Source: an optimization exercise on an open RTL-to-GDS flow (aim: small area, a short achievable clock period and few clock cycles per item). Production flows keep margins and buffers that such runs may drop. At most, simulation tests tie the RTL to the original design; equivalence was not proved.

==> inputs of amber <==
## dge_sha256
module dge_sha256 (
    input  wire         clk,
    input  wire         rst,             
    input  wire         start,
    input  wire         resume,
    input  wire [255:0] resume_h,        
    input  wire [63:0]  resume_count,    
    input  wire         abort,
    input  wire         in_valid,
    output wire         in_ready,
    input  wire [63:0]  in_data,
    input  wire         in_last,
    input  wire [3:0]   in_nbytes,
    output wire         busy,
    output reg          done,
    output reg          err,
    output wire [255:0] digest
);
export LEC_CHECK = 0
export CAP_MARGIN = 20
export CORE_MARGIN = 2
export CORE_UTILIZATION = 50
export SLEW_MARGIN = 20
create_clock -name core_clock -period 10.0 [get_ports {clk}]
standard.sh (not shown) runs the stock make flow with config.mk's settings and CLKGATE_MAP_FILE= SYNTH_SCRIPT=/design/flow/synth_recipe.tcl, a recipe that flattens the netlist after the stock synthesis.
==> flow/flow/run.sh <==
#!/bin/bash
set -euo pipefail
bash standard.sh SETUP_SLACK_MARGIN=6 "BUFFER_PORTS_ARGS=-buffer_cell sky130_fd_sc_hd__buf_1" finish > layout.log 2>&1
==> inputs of raven, as changes to amber <==
--- a/flow/design.v
+++ b/flow/design.v
@@ -18,22 +18,20 @@
 );
     integer i;
     reg         busy_r;
     reg         addc;        
     reg         init;        
     reg         kv;          
-    reg         ring;        
     reg  [5:0]  q;           
     reg  [3:0]  sp;          
     reg         ended;       
     reg         m80;         
     reg         lenhere;     
     reg         lastblk;     
     reg  [5:0]  off;         
     reg  [54:0] blk;         
-    reg         full;        
     reg  [31:0] H [0:7];
     reg  [31:0] a, b, c, d, e, f, g, h;
     reg  [31:0] w [0:15];    
     reg  [31:0] kk;          
     reg [31:0] kq;
     always @(*) begin
@@ -73,15 +71,15 @@
     endfunction
     wire [31:0] s1 = bs1(e);
     wire [31:0] ch = (e & f) ^ (~e & g);
     wire [31:0] s0 = bs0(a);
     wire [31:0] mj = (a & b) ^ (a & c) ^ (b & c);
     wire [63:0] p  = csa(h, kk, w[15]);                  
-    wire [63:0] ex = csa(d, s1, ch);
-    wire [63:0] ey0 = csa(p[31:0], p[63:32], ex[31:0]);
-    wire [63:0] ey = csa(ey0[31:0], ey0[63:32], ex[63:32]);
+    wire [63:0] pv = csa(p[31:0], p[63:32], d);          
+    wire [63:0] ex = csa(pv[31:0], pv[63:32], s1);
+    wire [63:0] ey = csa(ex[31:0], ex[63:32], ch);
     wire [63:0] at = csa(s1, ch, s0);
     wire [63:0] au = csa(p[31:0], p[63:32], mj);
     wire [63:0] ax = csa(at[31:0], at[63:32], au[31:0]);
     wire [63:0] ay = csa(ax[31:0], ax[63:32], au[63:32]);
     wire [31:0] e_n = ey[31:0] + ey[63:32];
     wire [31:0] a_n = ay[31:0] + ay[63:32];
@@ -106,14 +104,20 @@
         end
     end
     wire [63:0] len = {blk, off, 3'b000};
     wire [31:0] gen = (q[3:1] == 3'd7 && lenhere) ? (q[0] ? len[31:0] : len[63:32]) :
                       m80 ? 32'h80000000 : 32'd0;
     wire [31:0] newword = (q[5] | q[4]) ? sched : (ended ? gen : bword);
-    wire [31:0] suma = H[3] + (init ? 32'd0 : a);
-    wire [31:0] sume = H[7] + (init ? 32'd0 : e);
+    wire [31:0] sum0 = H[0] + (init ? 32'd0 : a);
+    wire [31:0] sum1 = H[1] + (init ? 32'd0 : b);
+    wire [31:0] sum2 = H[2] + (init ? 32'd0 : c);
+    wire [31:0] sum3 = H[3] + (init ? 32'd0 : d);
+    wire [31:0] sum4 = H[4] + (init ? 32'd0 : e);
+    wire [31:0] sum5 = H[5] + (init ? 32'd0 : f);
+    wire [31:0] sum6 = H[6] + (init ? 32'd0 : g);
+    wire [31:0] sum7 = H[7] + (init ? 32'd0 : h);
     wire [255:0] iv = {32'h6a09e667, 32'hbb67ae85, 32'h3c6ef372, 32'ha54ff53a,
                        32'h510e527f, 32'h9b05688c, 32'h1f83d9ab, 32'h5be0cd19};
     wire [255:0] rh;         
     genvar gi;
     generate
         for (gi = 0; gi < 32; gi = gi + 1) begin : g_rh
@@ -132,111 +136,99 @@
     always @(posedge clk) begin
         kk <= kq;
         for (i = 0; i < 15; i = i + 1)
             w[i] <= w[i+1];
         w[15] <= feed_ok ? newword : w[0];
         if (addc) begin
-            a <= suma; b <= H[0]; c <= H[1]; d <= H[2];
-            e <= sume; f <= H[4]; g <= H[5]; h <= H[6];
+            a <= sum0; b <= sum1; c <= sum2; d <= sum3;
+            e <= sum4; f <= sum5; g <= sum6; h <= sum7;
         end else begin
             b <= a; c <= b; d <= c;
             f <= e; g <= f; h <= g;
             if (kv) begin
                 a <= a_n; e <= e_n;
             end else begin
                 a <= d; e <= h;
             end
         end
     end
     always @(posedge clk) begin
         if (go) begin
-            {H[3], H[0], H[1], H[2], H[7], H[4], H[5], H[6]} <= sv;
-        end else if (ring) begin
-            H[0] <= suma; H[1] <= H[0]; H[2] <= H[1]; H[3] <= H[2];
-            H[4] <= sume; H[5] <= H[4]; H[6] <= H[5]; H[7] <= H[6];
+            {H[0], H[1], H[2], H[3], H[4], H[5], H[6], H[7]} <= sv;
+        end else if (addc) begin
+            H[0] <= sum0; H[1] <= sum1; H[2] <= sum2; H[3] <= sum3;
+            H[4] <= sum4; H[5] <= sum5; H[6] <= sum6; H[7] <= sum7;
         end
     end
     always @(posedge clk) begin
         if (rst) begin
             busy_r <= 1'b0;
             done   <= 1'b0;
             err    <= 1'b0;
             addc   <= 1'b0;
-            ring   <= 1'b0;
             kv     <= 1'b0;
             sp     <= 4'd0;
         end else if (abort) begin
             busy_r <= 1'b0;
             done   <= 1'b0;
             err    <= 1'b0;
             addc   <= 1'b0;
-            ring   <= 1'b0;
             kv     <= 1'b0;
             sp     <= 4'd0;
         end else if (!busy_r) begin
             addc <= 1'b0;
-            ring <= 1'b0;
             kv   <= 1'b0;
             sp   <= 4'd0;
             if (start) begin
                 done <= 1'b0;
                 err  <= 1'b0;
                 if (resume && resume_count[5:0] != 6'd0) begin
                     done <= 1'b1;
                     err  <= 1'b1;
                 end else begin
                     busy_r <= 1'b1;
                     addc   <= 1'b1;
-                    ring   <= 1'b1;
                 end
             end
         end else if (bad_last) begin
             busy_r <= 1'b0;
             done   <= 1'b1;
             err    <= 1'b1;
             addc   <= 1'b0;
-            ring   <= 1'b0;
             kv     <= 1'b0;
         end else begin
             kv   <= feed_ok;
-            ring <= (ring & ~addc) | (feed_ok & (q == 6'd61));
             addc <= kv & (q == 6'd0) & ~addc;
             if (feed_slot && !feed_ok)
                 sp <= sp + 4'd1;
             if (addc && lastblk) begin
                 busy_r <= 1'b0;
                 done   <= 1'b1;
                 addc   <= 1'b0;
-                ring   <= 1'b0;
                 kv     <= 1'b0;
             end
         end
-    end
-    always @(posedge clk) begin
-        if (go)
-            blk <= resume ? resume_count[60:6] : 55'd0;
-        else
-            blk <= blk + {54'd0, full};
     end
     always @(posedge clk) begin
         if (go) begin
             init    <= 1'b1;
             q       <= 6'd0;
             ended   <= 1'b0;
             m80     <= 1'b0;
             lenhere <= 1'b0;
             lastblk <= 1'b0;
-            full    <= 1'b0;
+            blk     <= resume ? resume_count[60:6] : 55'd0;
         end else begin
             if (addc)
                 init <= 1'b0;
-            full <= feed_ok & from_in & q[0] & (q[3:1] == 3'd7) & (~in_last | in_nbytes[3]);
             if (feed_ok) begin
                 q <= q + 6'd1;
                 if (from_in) begin
                     if (q[0]) begin
+                        if (q[3:1] == 3'd7 && (!in_last || in_nbytes[3]))
+                            blk <= blk + 55'd1;
                         if (in_last) begin
                             ended   <= 1'b1;
                             off     <= {q[3:1], 3'b000} + {2'b00, in_nbytes};
                             m80     <= in_nbytes[3];
                             lenhere <= !(q[3:1] == 3'd6 && in_nbytes[3]);
                         end
==> flow/run.sh (new file) <==
#!/bin/bash
# synth_recipe.tcl (not shown) runs the flow's synth.tcl, then flattens the netlist and writes it again
# the make line also repeats each setting of config.mk as NAME=value (left out here)
make -C /OpenROAD-flow-scripts/flow DESIGN_CONFIG=/design/flow/config.mk WORK_HOME=/design/flow/orfs CLKGATE_MAP_FILE= SYNTH_SCRIPT=/design/flow/synth_recipe.tcl finish
Settings changed: CORE_UTILIZATION 50 to 40.
removed: flow/flow/run.sh
removed: flow/standard.sh
==> inputs of umber, as changes to amber <==
--- a/flow/design.v
+++ b/flow/design.v
@@ -73,15 +73,15 @@
     endfunction
     wire [31:0] s1 = bs1(e);
     wire [31:0] ch = (e & f) ^ (~e & g);
     wire [31:0] s0 = bs0(a);
     wire [31:0] mj = (a & b) ^ (a & c) ^ (b & c);
     wire [63:0] p  = csa(h, kk, w[15]);                  
-    wire [63:0] ex = csa(d, s1, ch);
-    wire [63:0] ey0 = csa(p[31:0], p[63:32], ex[31:0]);
-    wire [63:0] ey = csa(ey0[31:0], ey0[63:32], ex[63:32]);
+    wire [63:0] pv = csa(p[31:0], p[63:32], d);          
+    wire [63:0] ex = csa(pv[31:0], pv[63:32], s1);
+    wire [63:0] ey = csa(ex[31:0], ex[63:32], ch);
     wire [63:0] at = csa(s1, ch, s0);
     wire [63:0] au = csa(p[31:0], p[63:32], mj);
     wire [63:0] ax = csa(at[31:0], at[63:32], au[31:0]);
     wire [63:0] ay = csa(ax[31:0], ax[63:32], au[63:32]);
     wire [31:0] e_n = ey[31:0] + ey[63:32];
     wire [31:0] a_n = ay[31:0] + ay[63:32];
==> flow/run.sh (new file) <==
#!/bin/bash
# synth_recipe.tcl (not shown) runs the flow's synth.tcl, then flattens the netlist and writes it again
# the make line also repeats each setting of config.mk as NAME=value (left out here)
make -C /OpenROAD-flow-scripts/flow DESIGN_CONFIG=/design/flow/config.mk WORK_HOME=/design/flow/orfs CLKGATE_MAP_FILE= SYNTH_SCRIPT=/design/flow/synth_recipe.tcl finish
Settings changed: ABC_AREA set to 1, CORE_UTILIZATION 50 to 40, SETUP_SLACK_MARGIN set to 5.
removed: flow/flow/run.sh
removed: flow/standard.sh
==> inputs of quartz, as changes to amber <==
Settings changed: ABC_AREA set to 1, CORE_UTILIZATION 50 to 40.
==> results.sh <==
export IMPL_synth_mux_area_frac=0.00402
export IMPL_met1_length_um=106000
export IMPL_critPathLaunch="h[3]$_DFF_P_"
export IMPL_grt_max_degree=94
export IMPL_pre_cts_slack_ps=4630
export IMPL_dpl_cell_count=9425
export IMPL_bufAreaShareNonClock=0.0701
export IMPL_synthAdderAreaFrac=0.136
export IMPL_worstReg2RegEnd="a[21]$_DFF_P_"
export IMPL_yosysMostFrequentCell="nand2_1"
export IMPL_status="complete, no violations"
export IMPL_path_buf_inv=5
export IMPL_antenna_found_initial=5
export IMPL_relSlewSlack=0.257
export IMPL_synth_top_family_by_area="simple AND/OR/NAND/NOR gates"
export IMPL_synth_avg_cell_area_um2=8.49
[end of results for quartz]
==> results.sh <==
export IMPL_synthAdderAreaFrac=0.143
export IMPL_worstReg2RegEnd="e[24]$_DFF_P_"
export IMPL_critPathLaunch="w[15][18]$_DFF_P_"
export IMPL_path_buf_inv=2
export IMPL_dpl_cell_count=9178
export IMPL_synth_mux_area_frac=0.00490
export IMPL_status="complete, no violations"
export IMPL_synth_top_family_by_area="simple AND/OR/NAND/NOR gates"
export IMPL_yosysMostFrequentCell="nand2_1"
export IMPL_met1_length_um=109000
export IMPL_synth_avg_cell_area_um2=8.77
[end of results for umber]
==> results.sh <==
export IMPL_status="complete, no violations"
export IMPL_met1_length_um=79400
export IMPL_synth_top_family_by_area="adder cells"
export IMPL_skew_ps=128
export IMPL_grt_max_degree=182
export IMPL_synth_mux_area_frac=0.0598
export IMPL_relSlewSlack=0.185
export IMPL_critPathLaunch="h[4]$_DFF_P_"
export IMPL_synth_avg_cell_area_um2=10.0
export IMPL_yosysMostFrequentCell="dfxtp_1"
export IMPL_worstReg2RegEnd="a[30]$_DFF_P_"
export IMPL_path_buf_inv=4
export IMPL_antenna_found_initial=3
export IMPL_antennaDiodeCount=4
export IMPL_pre_cts_slack_ps=4410
[end of results for amber]
==> results.sh <==
export IMPL_status="failed layout checks"
export IMPL_check_failures="antenna violations"
export IMPL_synth_avg_cell_area_um2=9.72
export IMPL_synth_mux_area_frac=0.0463
export IMPL_yosysMostFrequentCell="dfxtp_1"
export IMPL_synth_top_family_by_area="adder cells"
export IMPL_path_buf_inv=4
export IMPL_bufAreaShareNonClock=0.0872
export IMPL_antenna_found_initial=20
export IMPL_drtAntennaViolNets=1
export IMPL_critPathLaunch="a[1]$_DFF_P_"
export IMPL_relSlewSlack=0.126
export IMPL_worstReg2RegEnd="a[30]$_DFF_P_"
export IMPL_dpl_cell_count=9483
[end of results for raven]
Testbench counts of amber, summed over its fixed seeds: cycles 81,368, bytes 61,945.
Testbench counts of umber, summed over its fixed seeds: cycles 81,368, bytes 61,945.
Testbench counts of quartz, summed over its fixed seeds: cycles 81,368, bytes 61,945.
For raven, only the layout was checked, not whether the RTL still works.

---

==> lagoon: inputs <==
==> flow/design.v <==
module dge_sha256 (
    input  wire         clk,
    input  wire         rst,             
    input  wire         start,
    input  wire         resume,
    input  wire [255:0] resume_h,        
    input  wire [63:0]  resume_count,    
    input  wire         abort,
    input  wire         in_valid,
    output wire         in_ready,
    input  wire [63:0]  in_data,
    input  wire         in_last,
    input  wire [3:0]   in_nbytes,
    output wire         busy,
    output reg          done,
    output reg          err,
    output wire [255:0] digest
);
    integer i;
    reg         busy_r;
    reg         addc;        
    reg         init;        
    reg         kv;          
    reg         ring;        
    reg  [5:0]  q;           
    reg  [3:0]  sp;          
    reg         ended;       
    reg         m80;         
    reg         lenhere;     
    reg         lastblk;     
    reg  [5:0]  off;         
    reg  [54:0] blk;         
    reg         full;        
    reg  [31:0] H [0:7];
    reg  [31:0] a, b, c, d, e, f, g, h;
    reg  [31:0] w [0:15];    
    reg  [31:0] kk;          
    reg [31:0] kq;
    always @(*) begin
        case (q)
            6'd0:  kq = 32'h428a2f98; 6'd1:  kq = 32'h71374491; 6'd2:  kq = 32'hb5c0fbcf; 6'd3:  kq = 32'he9b5dba5;
            6'd4:  kq = 32'h3956c25b; 6'd5:  kq = 32'h59f111f1; 6'd6:  kq = 32'h923f82a4; 6'd7:  kq = 32'hab1c5ed5;
            6'd8:  kq = 32'hd807aa98; 6'd9:  kq = 32'h12835b01; 6'd10: kq = 32'h243185be; 6'd11: kq = 32'h550c7dc3;
            6'd12: kq = 32'h72be5d74; 6'd13: kq = 32'h80deb1fe; 6'd14: kq = 32'h9bdc06a7; 6'd15: kq = 32'hc19bf174;
            6'd16: kq = 32'he49b69c1; 6'd17: kq = 32'hefbe4786; 6'd18: kq = 32'h0fc19dc6; 6'd19: kq = 32'h240ca1cc;
            6'd20: kq = 32'h2de92c6f; 6'd21: kq = 32'h4a7484aa; 6'd22: kq = 32'h5cb0a9dc; 6'd23: kq = 32'h76f988da;
            6'd24: kq = 32'h983e5152; 6'd25: kq = 32'ha831c66d; 6'd26: kq = 32'hb00327c8; 6'd27: kq = 32'hbf597fc7;
            6'd28: kq = 32'hc6e00bf3; 6'd29: kq = 32'hd5a79147; 6'd30: kq = 32'h06ca6351; 6'd31: kq = 32'h14292967;
            6'd32: kq = 32'h27b70a85; 6'd33: kq = 32'h2e1b2138; 6'd34: kq = 32'h4d2c6dfc; 6'd35: kq = 32'h53380d13;
            6'd36: kq = 32'h650a7354; 6'd37: kq = 32'h766a0abb; 6'd38: kq = 32'h81c2c92e; 6'd39: kq = 32'h92722c85;
            6'd40: kq = 32'ha2bfe8a1; 6'd41: kq = 32'ha81a664b; 6'd42: kq = 32'hc24b8b70; 6'd43: kq = 32'hc76c51a3;
            6'd44: kq = 32'hd192e819; 6'd45: kq = 32'hd6990624; 6'd46: kq = 32'hf40e3585; 6'd47: kq = 32'h106aa070;
            6'd48: kq = 32'h19a4c116; 6'd49: kq = 32'h1e376c08; 6'd50: kq = 32'h2748774c; 6'd51: kq = 32'h34b0bcb5;
            6'd52: kq = 32'h391c0cb3; 6'd53: kq = 32'h4ed8aa4a; 6'd54: kq = 32'h5b9cca4f; 6'd55: kq = 32'h682e6ff3;
            6'd56: kq = 32'h748f82ee; 6'd57: kq = 32'h78a5636f; 6'd58: kq = 32'h84c87814; 6'd59: kq = 32'h8cc70208;
            6'd60: kq = 32'h90befffa; 6'd61: kq = 32'ha4506ceb; 6'd62: kq = 32'hbef9a3f7; default: kq = 32'hc67178f2;
        endcase
    end
    function [31:0] bs0(input [31:0] x);
        bs0 = {x[1:0], x[31:2]} ^ {x[12:0], x[31:13]} ^ {x[21:0], x[31:22]};
    endfunction
    function [31:0] bs1(input [31:0] x);
        bs1 = {x[5:0], x[31:6]} ^ {x[10:0], x[31:11]} ^ {x[24:0], x[31:25]};
    endfunction
    function [31:0] ss0(input [31:0] x);
        ss0 = {x[6:0], x[31:7]} ^ {x[17:0], x[31:18]} ^ {3'b000, x[31:3]};
    endfunction
    function [31:0] ss1(input [31:0] x);
        ss1 = {x[16:0], x[31:17]} ^ {x[18:0], x[31:19]} ^ {10'b0, x[31:10]};
    endfunction
    function [63:0] csa(input [31:0] x, input [31:0] y, input [31:0] z);
        csa = {((x & y) | (x & z) | (y & z)) << 1, x ^ y ^ z};
    endfunction
    wire [31:0] s1 = bs1(e);
    wire [31:0] ch = (e & f) ^ (~e & g);
    wire [31:0] s0 = bs0(a);
    wire [31:0] mj = (a & b) ^ (a & c) ^ (b & c);
    wire [63:0] p  = csa(h, kk, w[15]);                  
    wire [63:0] ex = csa(d, s1, ch);
    wire [63:0] ey0 = csa(p[31:0], p[63:32], ex[31:0]);
    wire [63:0] ey = csa(ey0[31:0], ey0[63:32], ex[63:32]);
    wire [63:0] at = csa(s1, ch, s0);
    wire [63:0] au = csa(p[31:0], p[63:32], mj);
    wire [63:0] ax = csa(at[31:0], at[63:32], au[31:0]);
    wire [63:0] ay = csa(ax[31:0], ax[63:32], au[63:32]);
    wire [31:0] e_n = ey[31:0] + ey[63:32];
    wire [31:0] a_n = ay[31:0] + ay[63:32];
    wire [63:0] sa = csa(ss1(w[14]), w[9], ss0(w[1]));
    wire [63:0] sb = csa(sa[31:0], sa[63:32], w[0]);
    wire [31:0] sched = sb[31:0] + sb[63:32];
    wire feed_slot = busy_r & (addc | (q != 6'd0) | ~kv);
    wire from_in   = ~q[5] & ~q[4] & ~ended;
    wire turn0     = (sp == 4'd0);
    assign in_ready = feed_slot & from_in & q[0] & turn0;
    wire bad_last  = in_ready & in_valid & in_last & (in_nbytes > 4'd8);
    wire feed_ok   = feed_slot & (~from_in | (turn0 & in_valid & ~bad_last));
    reg [31:0] bword;
    always @(*) begin
        for (i = 0; i < 4; i = i + 1) begin
            if (!in_last || ({q[0], 2'(i)} < in_nbytes))
                bword[31-8*i -: 8] = in_data[32*q[0] + 8*i +: 8];
            else if ({q[0], 2'(i)} == in_nbytes)
                bword[31-8*i -: 8] = 8'h80;
            else
                bword[31-8*i -: 8] = 8'h00;
        end
    end
    wire [63:0] len = {blk, off, 3'b000};
    wire [31:0] gen = (q[3:1] == 3'd7 && lenhere) ? (q[0] ? len[31:0] : len[63:32]) :
                      m80 ? 32'h80000000 : 32'd0;
    wire [31:0] newword = (q[5] | q[4]) ? sched : (ended ? gen : bword);
    wire [31:0] suma = H[3] + (init ? 32'd0 : a);
    wire [31:0] sume = H[7] + (init ? 32'd0 : e);
    wire [255:0] iv = {32'h6a09e667, 32'hbb67ae85, 32'h3c6ef372, 32'ha54ff53a,
                       32'h510e527f, 32'h9b05688c, 32'h1f83d9ab, 32'h5be0cd19};
    wire [255:0] rh;         
    genvar gi;
    generate
        for (gi = 0; gi < 32; gi = gi + 1) begin : g_rh
            assign rh[255-8*gi -: 8] = resume_h[8*gi +: 8];
        end
    endgenerate
    wire [255:0] sv = resume ? rh : iv;
    wire [255:0] h_cat = {H[0], H[1], H[2], H[3], H[4], H[5], H[6], H[7]};
    generate
        for (gi = 0; gi < 32; gi = gi + 1) begin : g_dig
            assign digest[8*gi +: 8] = h_cat[255-8*gi -: 8];
        end
    endgenerate
    assign busy = busy_r;
    wire go = ~busy_r & start & ~abort & ~rst;
    always @(posedge clk) begin
        kk <= kq;
        for (i = 0; i < 15; i = i + 1)
            w[i] <= w[i+1];
        w[15] <= feed_ok ? newword : w[0];
        if (addc) begin
            a <= suma; b <= H[0]; c <= H[1]; d <= H[2];
            e <= sume; f <= H[4]; g <= H[5]; h <= H[6];
        end else begin
            b <= a; c <= b; d <= c;
            f <= e; g <= f; h <= g;
            if (kv) begin
                a <= a_n; e <= e_n;
            end else begin
                a <= d; e <= h;
            end
        end
    end
    always @(posedge clk) begin
        if (go) begin
            {H[3], H[0], H[1], H[2], H[7], H[4], H[5], H[6]} <= sv;
        end else if (ring) begin
            H[0] <= suma; H[1] <= H[0]; H[2] <= H[1]; H[3] <= H[2];
            H[4] <= sume; H[5] <= H[4]; H[6] <= H[5]; H[7] <= H[6];
        end
    end
    always @(posedge clk) begin
        if (rst) begin
            busy_r <= 1'b0;
            done   <= 1'b0;
            err    <= 1'b0;
            addc   <= 1'b0;
            ring   <= 1'b0;
            kv     <= 1'b0;
            sp     <= 4'd0;
        end else if (abort) begin
            busy_r <= 1'b0;
            done   <= 1'b0;
            err    <= 1'b0;
            addc   <= 1'b0;
            ring   <= 1'b0;
            kv     <= 1'b0;
            sp     <= 4'd0;
        end else if (!busy_r) begin
            addc <= 1'b0;
            ring <= 1'b0;
            kv   <= 1'b0;
            sp   <= 4'd0;
            if (start) begin
                done <= 1'b0;
                err  <= 1'b0;
                if (resume && resume_count[5:0] != 6'd0) begin
                    done <= 1'b1;
                    err  <= 1'b1;
                end else begin
                    busy_r <= 1'b1;
                    addc   <= 1'b1;
                    ring   <= 1'b1;
                end
            end
        end else if (bad_last) begin
            busy_r <= 1'b0;
            done   <= 1'b1;
            err    <= 1'b1;
            addc   <= 1'b0;
            ring   <= 1'b0;
            kv     <= 1'b0;
        end else begin
            kv   <= feed_ok;
            ring <= (ring & ~addc) | (feed_ok & (q == 6'd61));
            addc <= kv & (q == 6'd0) & ~addc;
            if (feed_slot && !feed_ok)
                sp <= sp + 4'd1;
            if (addc && lastblk) begin
                busy_r <= 1'b0;
                done   <= 1'b1;
                addc   <= 1'b0;
                ring   <= 1'b0;
                kv     <= 1'b0;
            end
        end
    end
    always @(posedge clk) begin
        if (go)
            blk <= resume ? resume_count[60:6] : 55'd0;
        else
            blk <= blk + {54'd0, full};
    end
    always @(posedge clk) begin
        if (go) begin
            init    <= 1'b1;
            q       <= 6'd0;
            ended   <= 1'b0;
            m80     <= 1'b0;
            lenhere <= 1'b0;
            lastblk <= 1'b0;
            full    <= 1'b0;
        end else begin
            if (addc)
                init <= 1'b0;
            full <= feed_ok & from_in & q[0] & (q[3:1] == 3'd7) & (~in_last | in_nbytes[3]);
            if (feed_ok) begin
                q <= q + 6'd1;
                if (from_in) begin
                    if (q[0]) begin
                        if (in_last) begin
                            ended   <= 1'b1;
                            off     <= {q[3:1], 3'b000} + {2'b00, in_nbytes};
                            m80     <= in_nbytes[3];
                            lenhere <= !(q[3:1] == 3'd6 && in_nbytes[3]);
                        end
                    end
                end else if (~q[5] & ~q[4]) begin
                    m80 <= 1'b0;
                    if (q[3:0] == 4'd15) begin
                        lenhere <= 1'b1;
                        if (lenhere)
                            lastblk <= 1'b1;
                    end
                end
            end
        end
    end
endmodule
==> flow/flow/run.sh <==
#!/bin/bash
set -euo pipefail
bash standard.sh SETUP_SLACK_MARGIN=5.2 "BUFFER_PORTS_ARGS=-buffer_cell sky130_fd_sc_hd__buf_1" finish > layout.log 2>&1
==> flow/standard.sh <==
#!/bin/bash
# synth_recipe.tcl (not shown) runs the flow's synth.tcl, then flattens the netlist and writes it again
# the make line also repeats each setting of config.mk as NAME=value (left out here)
make -C /OpenROAD-flow-scripts/flow DESIGN_CONFIG=/design/flow/config.mk WORK_HOME=/design/flow/orfs CLKGATE_MAP_FILE= SYNTH_SCRIPT=/design/flow/synth_recipe.tcl "${@:-finish}"
==> flow/config.mk <==
export PLATFORM = sky130hd
export DESIGN_NAME = dge_sha256
export DESIGN_NICKNAME = dge_sha256
export VERILOG_FILES = /design/flow/design.v
export SDC_FILE = /design/flow/constraint.sdc
export NUM_CORES = 4
export LEC_CHECK = 0
export ABC_AREA = 1
export CAP_MARGIN = 20
export CORE_MARGIN = 2
export CORE_UTILIZATION = 50
export CTS_CLUSTER_DIAMETER = 90
export CTS_CLUSTER_SIZE = 22
export SLEW_MARGIN = 20
export TNS_END_PERCENT = 20
==> flow/constraint.sdc <==
create_clock -name core_clock -period 10.0 [get_ports {clk}]
set_input_delay 2.0000 -clock core_clock [delete_from_list [all_inputs] [get_ports {clk}]]
set_output_delay 2.0000 -clock core_clock [all_outputs]
set_load 0.01 [all_outputs]
==> inputs of ember, as changes to lagoon <==
==> flow/flow/run.sh (replaced) <==
#!/bin/bash
set -euo pipefail
bash standard.sh SETUP_SLACK_MARGIN=6 "BUFFER_PORTS_ARGS=-buffer_cell sky130_fd_sc_hd__buf_1" finish > layout.log 2>&1
--- a/flow/config.mk
+++ b/flow/config.mk
@@ -9,7 +9,7 @@
 export CAP_MARGIN = 20
 export CORE_MARGIN = 2
-export CORE_UTILIZATION = 50
-export CTS_CLUSTER_DIAMETER = 90
-export CTS_CLUSTER_SIZE = 22
+export CORE_UTILIZATION = 60
+export CTS_BUF_LIST = sky130_fd_sc_hd__clkbuf_4 sky130_fd_sc_hd__clkbuf_8
+export CTS_CLUSTER_SIZE = 20
+export PLACE_DENSITY = 0.7
 export SLEW_MARGIN = 20
-export TNS_END_PERCENT = 20
==> run_results.csv <==
group,metric,value,unit
outcome,status,"finished clean",
floorplan,rows,126,
critical_path,cp_top_family,"compound AO/OA/AOI/OAI gates",
clock_network,cts_buffers,68,
clock_network,clk_pin_slew,90,ps
finish,biggestCellCategory,"multi-input combinational cells",
sta,rsz0062_at_grt,"true",
sta,worst_slack,5190,ps
detailed_routing,wl_met3,21.6,mm
finish,largest_register_ffs,512,
global_routing,grt_start_max_net_pins,143,
# the run above: lagoon

==> run_results.csv <==
group,metric,value,unit
synthesis,synth_area_leaders,"dfxtp_1 29%, edfxtp_1 13%, fa_1 9.2%",
outcome,error_line,"[ERROR GRT-0183] Net _02281_: the 3D maze router ran out of legal paths (heap underflow) - the net is boxed in by local congestion or blockages.",
clock_network,cts_buffers,180,
global_routing,antenna_found_initial,48,
clock_network,root_buffer,"clkbuf_8",
synthesis,synth-xor-area-share,5.71,%
outcome,status,"did not finish",
global_routing,grt_start_max_net_pins,176,
synthesis,yosys.area.top_type,"dfxtp_1",
floorplan,rows,115,
synthesis,synthAdderAreaFrac,13.6,%
synthesis,ys_types,61,
outcome,lastStage,"5_1_grt",
# the run above: ember

Testbench counts of lagoon, summed over its fixed seeds: cycles 81,368, bytes 61,945.
Testbench counts of ember, summed over its fixed seeds: cycles 81,368, bytes 61,945.

-- what the ideal ports hide --
The flow's constraints put no driver on any port. The routed layouts listed below were extracted and timed again, unchanged, in two steps.
Step 1: set_driving_cell puts a clkbuf_16 on clk and a buf_2 on each other input, an assumption about the parent block.
Step 2, shift: input delay + t, output delay - t, t = (earliest + latest rising clock arrival at the registers) / 2. This alone moves slack from input paths to output paths.
Three values: no drivers, after step 1, after step 2; two values: the first two.
run	t, ns	setup slack, ns	latest minus earliest clock arrival (ns)	worst register clock-pin slew, ns	worst slew at a driven data input, ns
amber	0.797	4.815 / 4.815 / 4.815	0.142 / 0.141	0.08 / 0.08	0.19
raven	0.859	3.809 / 3.809 / 3.809	0.084 / 0.083	0.07 / 0.07	0.14
umber	0.850	5.082 / 5.007 / 4.585	0.097 / 0.097	0.07 / 0.07	0.13
quartz	0.847	5.532 / 5.532 / 5.403	0.124 / 0.125	0.08 / 0.08	0.12
lagoon	0.764	5.192 / 5.134 / 4.740	0.071 / 0.071	0.10 / 0.10	0.09
For umber, which loses most, drivers alone change the setup slack by -0.075 ns; drivers and shift together by -0.497 ns.
